This design comes from an exercise in tuning for small area, a short achievable clock period and few clock cycles per item on the open sky130 flow, not from production work. Function was checked by simulation only, so behaviour that the tests miss may differ from the original.

Setup of cedar:
## mcmac
module mcmac (
    input  wire         clk,
    input  wire         rst,        
    input  wire         in_valid,
    output wire         in_ready,
    input  wire         in_first,   
    input  wire         in_last,    
    input  wire [4:0]   in_len,     
    input  wire [127:0] in_data,    
    input  wire [127:0] in_key,
    output reg          tag_valid,
    output wire [127:0] tag
);
==> module mcmac, before the edit <==
module mcmac (
    input  wire         clk,
    input  wire         rst,        
    input  wire         in_valid,
    output wire         in_ready,
    input  wire         in_first,   
    input  wire         in_last,    
    input  wire [4:0]   in_len,     
    input  wire [127:0] in_data,    
    input  wire [127:0] in_key,
    output reg          tag_valid,
    output wire [127:0] tag
);
    localparam S_IDLE = 3'd0;   
    localparam S_PREP = 3'd1;   
    localparam S_LRUN = 3'd2;   
    localparam S_FIX  = 3'd3;   
    localparam S_BRUN = 3'd4;   
    localparam S_WAIT = 3'd5;   
    reg [2:0]   st;
    reg [3:0]   round;       
    reg         last_rnd;    
    reg         step_rk;     
    reg         step_ks;     
    reg         use_rnd;     
    reg         cur_last;    
    reg         m1_last;     
    reg         m1_full;     
    reg [127:0] s;           
    reg [127:0] rk;          
    reg [127:0] k0;          
    reg [127:0] lr;          
    wire idle     = (st == S_IDLE);
    wire prep     = (st == S_PREP);
    wire lrun     = (st == S_LRUN);
    wire fix      = (st == S_FIX);
    wire brun     = (st == S_BRUN);
    wire wait_blk = (st == S_WAIT);
    wire blk_end  = brun && last_rnd;
    wire l_end    = lrun && last_rnd;
    wire msg_end  = blk_end && cur_last;       
    assign in_ready = idle || wait_blk || blk_end;
    assign tag = lr;
    wire take_in = in_valid && (wait_blk || (blk_end && !cur_last));
    reg  [7:0] rc;
    wire [7:0] rc2  = {rc[6:0], 1'b0} ^ (rc[7] ? 8'h1b : 8'h00);
    wire [7:0] rcon = step_rk ? rc2 : 8'h01;
    wire         pass_in = take_in || idle || msg_end;
    reg  [127:0] padm;
    integer j;
    always @(*) begin
        for (j = 0; j < 16; j = j + 1) begin
            if (pass_in && (!in_last || j < in_len))
                padm[127-8*j -: 8] = in_data[127-8*j -: 8];
            else if (pass_in && j == in_len)
                padm[127-8*j -: 8] = 8'h80;
            else
                padm[127-8*j -: 8] = 8'h00;
        end
    end
    wire [127:0] k1   = {lr[126:0], 1'b0} ^ (lr[127] ? 128'h87 : 128'h0);
    wire [127:0] k2   = {k1[126:0], 1'b0} ^ (k1[127] ? 128'h87 : 128'h0);
    wire         full = fix ? m1_full : (in_len == 5'd16);
    wire         use_k  = fix || (take_in && in_last);
    wire         use_k0 = take_in || l_end || prep;
    wire [127:0] kx   = use_k ? (full ? k1 : k2) : 128'h0;
    wire [127:0] d = (padm ^ (use_k0 ? k0 : 128'h0)) ^ kx;
    wire [127:0] sr_o, mc_o, rk_n;
    mcmac_round u_round (
        .state (s),
        .kin   ({step_rk ? rk[127:32] : k0[127:32], step_ks ? rk[31:0] : k0[31:0]}),
        .rcon  (rcon),
        .sr_out(sr_o),
        .mc_out(mc_o),
        .kout  (rk_n)
    );
    wire start_rnd = prep || fix || (wait_blk && in_valid) ||
                     (l_end && !m1_last) || (blk_end && !cur_last && in_valid);
    wire [127:0] a_src = lrun ? lr : (prep || idle || msg_end) ? 128'h0 : s;
    wire [127:0] s_nxt = ((use_rnd ? sr_o : a_src) ^ ((use_rnd ? rk : 128'h0) ^ d)) ^
                         (step_rk ? mc_o : 128'h0);
    always @(posedge clk) begin
        s <= s_nxt;
        rk <= rk_n;
        if (idle || msg_end)
            k0 <= in_key;
        if (l_end || msg_end)
            lr <= sr_o ^ rk;               
        else if (prep)
            lr <= s;                       
        rc <= rcon;
        if (step_rk) begin
            round    <= round + 4'd1;
            last_rnd <= (round == 4'd9);
            step_rk  <= (round != 4'd9);
            step_ks  <= (round != 4'd9);
            use_rnd  <= (round != 4'd9) || (brun && !cur_last);
        end else begin
            round    <= 4'd1;
            last_rnd <= 1'b0;
            step_rk  <= start_rnd;
            step_ks  <= start_rnd;
            use_rnd  <= start_rnd;
        end
        if (rst) begin
            step_rk <= 1'b0;
            use_rnd <= 1'b0;
        end
        if (l_end)
            cur_last <= m1_last;
        else if (take_in)
            cur_last <= in_last;
        if (idle || msg_end) begin
            m1_last <= in_last;
            m1_full <= (in_len == 5'd16);
        end
        if (rst) begin
            st        <= S_IDLE;
            tag_valid <= 1'b0;
        end else begin
            tag_valid <= 1'b0;
            case (st)
                S_IDLE: if (in_valid) st <= S_PREP;
                S_PREP: st <= S_LRUN;
                S_LRUN: if (last_rnd) st <= m1_last ? S_FIX : S_BRUN;
                S_FIX:  st <= S_BRUN;
                S_BRUN: if (last_rnd) begin
                            if (cur_last) begin
                                tag_valid <= 1'b1;
                                st        <= in_valid ? S_PREP : S_IDLE;
                            end else if (!in_valid) begin
                                st <= S_WAIT;
                            end
                        end
                S_WAIT: if (in_valid) st <= S_BRUN;
                default: st <= S_IDLE;
            endcase
        end
    end
endmodule
clock: 8.0 ns
lec_check: 0
cap_margin: 20
core_margin: 2
core_utilization: 55
place_density: 0.7
setup_slack_margin: 2.5
slew_margin: 20
standard.sh (not shown) runs the stock make flow with config.mk's settings and CLKGATE_MAP_FILE= SYNTH_SCRIPT=/design/flow/synth_recipe.tcl, a recipe that flattens the netlist after the stock synthesis.
==> flow/flow/run.sh <==
#!/bin/bash
# Layout flow: the standard flow (standard.sh), except that the synthesis maps
# the logic with an area-oriented ABC script (flow/abc_area.script) in place of
# ORFS's delay-oriented one; OpenROAD's repair then sizes the critical paths.
# Synthesis is synth_recipe.tcl itself, with a wrapper that hands every abc call
# the script above; registers, names, flattening and renaming are unchanged.
# Port buffers are buf_1 cells (ORFS picks a larger delay buffer by default).
# Each tool's output goes to a log of its own in the work folder.
set -euo pipefail
W=$(pwd)
{
  head -n 1 synth_recipe.tcl
  cat <<'EOT'
proc abc {args} {
  set i [lsearch -exact $args -script]
  if {$i >= 0} { lset args [expr {$i + 1}] $::env(FLOW_ABC_SCRIPT) }
  yosys abc {*}$args
}
EOT
  tail -n +2 synth_recipe.tcl
} > flow_synth.tcl
export FLOW_ABC_SCRIPT="$W/flow/abc_area.script"
bash standard.sh SYNTH_SCRIPT="$W/flow_synth.tcl" synth > "$W/flow_synth.log" 2>&1
export BUFFER_PORTS_ARGS="-buffer_cell sky130_fd_sc_hd__buf_1"
bash standard.sh finish > "$W/flow_layout.log" 2>&1
test -f out/final.def
==> flow/flow/abc_area.script <==
strash
&get -n
&b
&put
dch
map -a
topo
stime -c
Testbench counts of cedar, summed over its fixed seeds: cycles 45,894, blocks 3,698.
--- input diff cedar..fjord ---
-- flow/design.v --
<<< cedar, line 165
    wire blk_end  = brun && last_rnd;
    wire l_end    = lrun && last_rnd;
    wire msg_end  = blk_end && cur_last;       
    assign in_ready = idle || wait_blk || blk_end;
    assign tag = lr;
    wire take_in = in_valid && (wait_blk || (blk_end && !cur_last));
    reg  [7:0] rc;
    wire [7:0] rc2  = {rc[6:0], 1'b0} ^ (rc[7] ? 8'h1b : 8'h00);
    wire [7:0] rcon = step_rk ? rc2 : 8'h01;
    wire         pass_in = take_in || idle || msg_end;
    reg  [127:0] padm;
    integer j;
>>> fjord, line 165
    wire blk_end  = brun && last_rnd;
    wire l_end    = lrun && last_rnd;
    assign in_ready = idle || wait_blk || (blk_end && !cur_last);
    assign tag = s;
    wire take_in = in_valid && (wait_blk || (blk_end && !cur_last));
    reg  [7:0] rc;
    wire [7:0] rc2  = {rc[6:0], 1'b0} ^ (rc[7] ? 8'h1b : 8'h00);
    wire [7:0] rcon = step_rk ? rc2 : 8'h01;
    wire         pass_in = take_in || idle;
    reg  [127:0] padm;
    integer j;
<<< cedar, line 203
    wire start_rnd = prep || fix || (wait_blk && in_valid) ||
                     (l_end && !m1_last) || (blk_end && !cur_last && in_valid);
    wire [127:0] a_src = lrun ? lr : (prep || idle || msg_end) ? 128'h0 : s;
    wire [127:0] s_nxt = ((use_rnd ? sr_o : a_src) ^ ((use_rnd ? rk : 128'h0) ^ d)) ^
                         (step_rk ? mc_o : 128'h0);
>>> fjord, line 202
    wire start_rnd = prep || fix || (wait_blk && in_valid) ||
                     (l_end && !m1_last) || (blk_end && !cur_last && in_valid);
    wire [127:0] a_src = lrun ? lr : prep ? 128'h0 : s;
    wire [127:0] s_nxt = ((use_rnd ? sr_o : a_src) ^ ((use_rnd ? rk : 128'h0) ^ d)) ^
                         (step_rk ? mc_o : 128'h0);
<<< cedar, line 209
        s <= s_nxt;
        rk <= rk_n;
        if (idle || msg_end)
            k0 <= in_key;
        if (l_end || msg_end)
            lr <= sr_o ^ rk;               
        else if (prep)
            lr <= s;                       
        rc <= rcon;
        if (step_rk) begin
>>> fjord, line 208
        s <= s_nxt;
        rk <= rk_n;
        if (idle)
            k0 <= in_key;
        if (l_end)
            lr <= sr_o ^ rk;               
        else if (idle)
            lr <= padm;
        rc <= rcon;
        if (step_rk) begin
<<< cedar, line 221
            step_rk  <= (round != 4'd9);
            step_ks  <= (round != 4'd9);
            use_rnd  <= (round != 4'd9) || (brun && !cur_last);
        end else begin
            round    <= 4'd1;
>>> fjord, line 220
            step_rk  <= (round != 4'd9);
            step_ks  <= (round != 4'd9);
            use_rnd  <= (round != 4'd9) || brun;
        end else begin
            round    <= 4'd1;
<<< cedar, line 237
        else if (take_in)
            cur_last <= in_last;
        if (idle || msg_end) begin
            m1_last <= in_last;
            m1_full <= (in_len == 5'd16);
>>> fjord, line 236
        else if (take_in)
            cur_last <= in_last;
        if (idle) begin
            m1_last <= in_last;
            m1_full <= (in_len == 5'd16);
<<< cedar, line 254
                            if (cur_last) begin
                                tag_valid <= 1'b1;
                                st        <= in_valid ? S_PREP : S_IDLE;
                            end else if (!in_valid) begin
                                st <= S_WAIT;
>>> fjord, line 253
                            if (cur_last) begin
                                tag_valid <= 1'b1;
                                st        <= S_IDLE;
                            end else if (!in_valid) begin
                                st <= S_WAIT;
==> summary.txt <==
Diff cedar -> fjord: proportion of cell area spent on the clock network increased by 0.16 points relative to the old numbers; sequential share of layout area closely matched the old numbers; area used by sequential logic in the layout increased by about 0.5% relative to the old numbers. Going from cedar to fjord, the non-filler instance count after layout was found to have gone down by 0.51%. | layout overhead on the synthesized area | cedar vs fjord | ≈ equal |. Of cedar and fjord, fjord shows the higher share of final-layout standard cells stronger than drive strength 1, with cedar below it.
Testbench counts of fjord, summed over its fixed seeds: cycles 46,686, blocks 3,698.

==> re-timing with driven ports <==
In the flow no input, the clock included, has a driving cell. The finished layouts below were timed again as built, in two steps. Step 1, drivers: a clkbuf_16 drives clk and a buf_2 each remaining input, both assumed. Step 2 times the ports against the registers' clock, not the clock port: input delays grow and output delays shrink by t, the midpoint of the rising clock arrivals with the driver on. Slacks: no drivers / after step 1 / after step 2; pairs: no drivers / after step 1.
| run | t, ns | setup WS [ns] | worst register clock-pin slew, ns | pins driven straight from the clock port |
|---|---|---|---|---|
| cedar | 0.740 | 2.516 / 2.516 / 2.142 | 0.07 / 0.07 | 1 |
| fjord | 0.729 | 2.585 / 2.585 / 2.421 | 0.07 / 0.07 | 1 |
After both steps setup and hold are still met in every run listed. The setup slack of cedar, which loses most, moves by 0.000 ns with the drivers and by -0.374 ns with both steps.
